Source: an optimization exercise on an open RTL-to-GDS flow (aim: small area and few clock cycles per item). Production flows keep margins and buffers that such runs may drop. RTL that was checked went through simulation tests only; none was proved equivalent to the original. The flow treats the clock pin as an ideal source, which a real chip does not have. No activity file was given, so power comes from the tool's default toggle rates.

Setup of beta:
// rs_pair_enc
module rs_pair_enc (
    input  wire       clk,
    input  wire       rst,
    input  wire       in_valid,
    output wire       in_ready,
    input  wire [9:0] in_sym,
    output wire       out_valid,
    input  wire       out_ready,
    output wire [9:0] out_sym,
    output wire       out_last
);
For scale: about 500 flip-flops, about 27 I/O pins.
Settings: LEC_CHECK=0, CAP_MARGIN=20, CORE_MARGIN=2, CORE_UTILIZATION=70, GPL_ROUTABILITY_DRIVEN=0, SLEW_MARGIN=20, SYNTH_HIERARCHICAL=1, SYNTH_MINIMUM_KEEP_SIZE=0; clock period 5.0 ns.
standard.sh (not shown) runs the stock make flow with config.mk's settings and CLKGATE_MAP_FILE= SYNTH_SCRIPT=/design/flow/synth_recipe.tcl, a recipe that flattens the netlist after the stock synthesis.
==> flow/flow/run.sh <==
#!/bin/bash
# Own flow: the standard layout (standard.sh), with
# - the ports buffered with the smallest buffer,
# - the clock tree built without dummy loads, from clkbuf_8 leaf clusters,
# - after clock tree synthesis and again after global routing, gates and
#   buffers off the critical paths downsized, then slew and capacitance
#   repaired (flow/post_cts.tcl, flow/post_grt.tcl).
# ORFS writes each step's full log under orfs/logs; make's own output goes to
# flow_make.log here.
set -euo pipefail
export BUFFER_PORTS_ARGS="-buffer_cell sky130_fd_sc_hd__buf_1"
export CTS_ARGS="-sink_clustering_enable -repair_clock_nets -dont_use_dummy_load -buf_list {sky130_fd_sc_hd__clkbuf_8} -sink_clustering_size 20 -sink_clustering_max_diameter 60"
export POST_CTS_TCL="$(pwd)/flow/post_cts.tcl"
export POST_GLOBAL_ROUTE_TCL="$(pwd)/flow/post_grt.tcl"
bash standard.sh > flow_make.log 2>&1
==> flow/flow/post_cts.tcl <==
# After clock tree synthesis: downsize gates and buffers on paths with slack
# to spare, then re-legalise.
estimate_parasitics -placement
repair_timing -recover_power 100 -verbose
repair_design -slew_margin 20 -cap_margin 20 -verbose
detailed_placement
estimate_parasitics -placement
report_worst_slack -max
==> flow/flow/post_grt.tcl <==
# After global routing: downsize gates and buffers on paths with slack to spare,
# fix any slew or capacitance this leaves over the margins, re-legalise, and
# write the route guides again for the detailed router.
global_route -start_incremental
repair_timing -recover_power 100 -verbose
estimate_parasitics -global_routing
repair_design -slew_margin 20 -cap_margin 20 -verbose
detailed_placement
global_route -end_incremental
estimate_parasitics -global_routing
report_worst_slack -max
report_check_types -max_slew -max_capacitance
write_guides $::env(RESULTS_DIR)/route.guide
Testbench counts of beta, summed over its fixed seeds: cycles 19,716, items 18.
What alpha does differently from beta at the input level:
--- a/flow/design.v
+++ b/flow/design.v
@@ -17,13 +17,13 @@
     reg          clr;                     
     reg  [479:0] r;                       
     reg          msg;
     wire in_msg  = msg;
     wire last    = !msg && !cnt[0] && !cnt[3] && !cnt[4];    
     wire end_msg = cnt[0] && !cnt[1] && cnt[2] && cnt[3] && cnt[4] && cnt[5] && cnt[7] && cnt[9] && !cnt[10];    
-    wire rot_end = rot[0] && rot[1] && rot[2] && rot[4];                  
+    wire rot_end = !rot[0] && !rot[2] && rot[3] && rot[4];                  
     wire idle    = clr || (rot != 0);
     assign in_ready  = !idle && in_msg && out_ready;
     assign out_valid = !idle && (in_msg ? in_valid : 1'b1);
     wire   xfer      = !rst && out_valid && out_ready;
     wire   rot_m     = !rst && !clr && !xfer;       
     wire   step_msg  = xfer && in_msg;              
@@ -427,13 +427,13 @@
             cnt <= 11'd0;
             msg <= 1'b1;
             clr <= 1'b1;
             rot <= 1;
         end else begin
             if (idle)
-                rot <= rot_end ? 0 : rot + 1;
+                rot <= rot_end ? 0 : {rot[3:0], ~(rot[4] ^ rot[2])};
             else if (!xfer)
                 rot <= 1;
             if (rot_end)
                 clr <= 1'b0;
             if (xfer) begin
                 cnt <= last ? 11'd0 : {cnt[9:0], ~(cnt[10] ^ cnt[8])};
- The clock skew reported for alpha is smaller than that of beta by 0.013 ns.
- alpha against beta: met1 layer usage reported by global route went up; total inserted antenna cells went down by 1; worst ir drop on vdd went down 0.000012 V; clock slew seen by the registers of the worst setup and hold paths stayed essentially flat.
- Of the two candidates, beta has the better final period demand of the worst path and alpha the worse one.
The RTL of alpha was laid out without a check of its function.

[separate check: timing with driven ports]
How much do the figures lean on ideal ports? The routed layouts below were timed once more, with nothing changed but the port constraints.
Step 1 assumes that a clkbuf_16 drives the clock port and a buf_2 every other input.
Step 2 adds t to the input delays and takes it off the output delays; t is the mean of the earliest and latest rising clock arrival at the registers after step 1. Input paths then give back, and output paths get back, about the clock's delay inside the block.
a / b / c = ideal / step 1 / step 2; a / b = the first two.
| run | t, ns | setup WS [ns] | worst setup path at the end | latest minus earliest clock arrival (ns) | slew at the worst register clock pin (ns) |
|---|---|---|---|---|---|
| beta | 0.625 | 0.328 / 0.328 / -0.120 | input to register | 0.057 / 0.057 | 0.12 / 0.12 |
| alpha | 0.626 | 0.280 / 0.280 / -0.281 | input to register | 0.044 / 0.044 | 0.12 / 0.12 |
Met with ideal ports but missed after step 2: setup timing in beta and alpha. For alpha, which loses most, drivers alone change the setup slack by 0.000 ns; drivers and shift together by -0.561 ns.
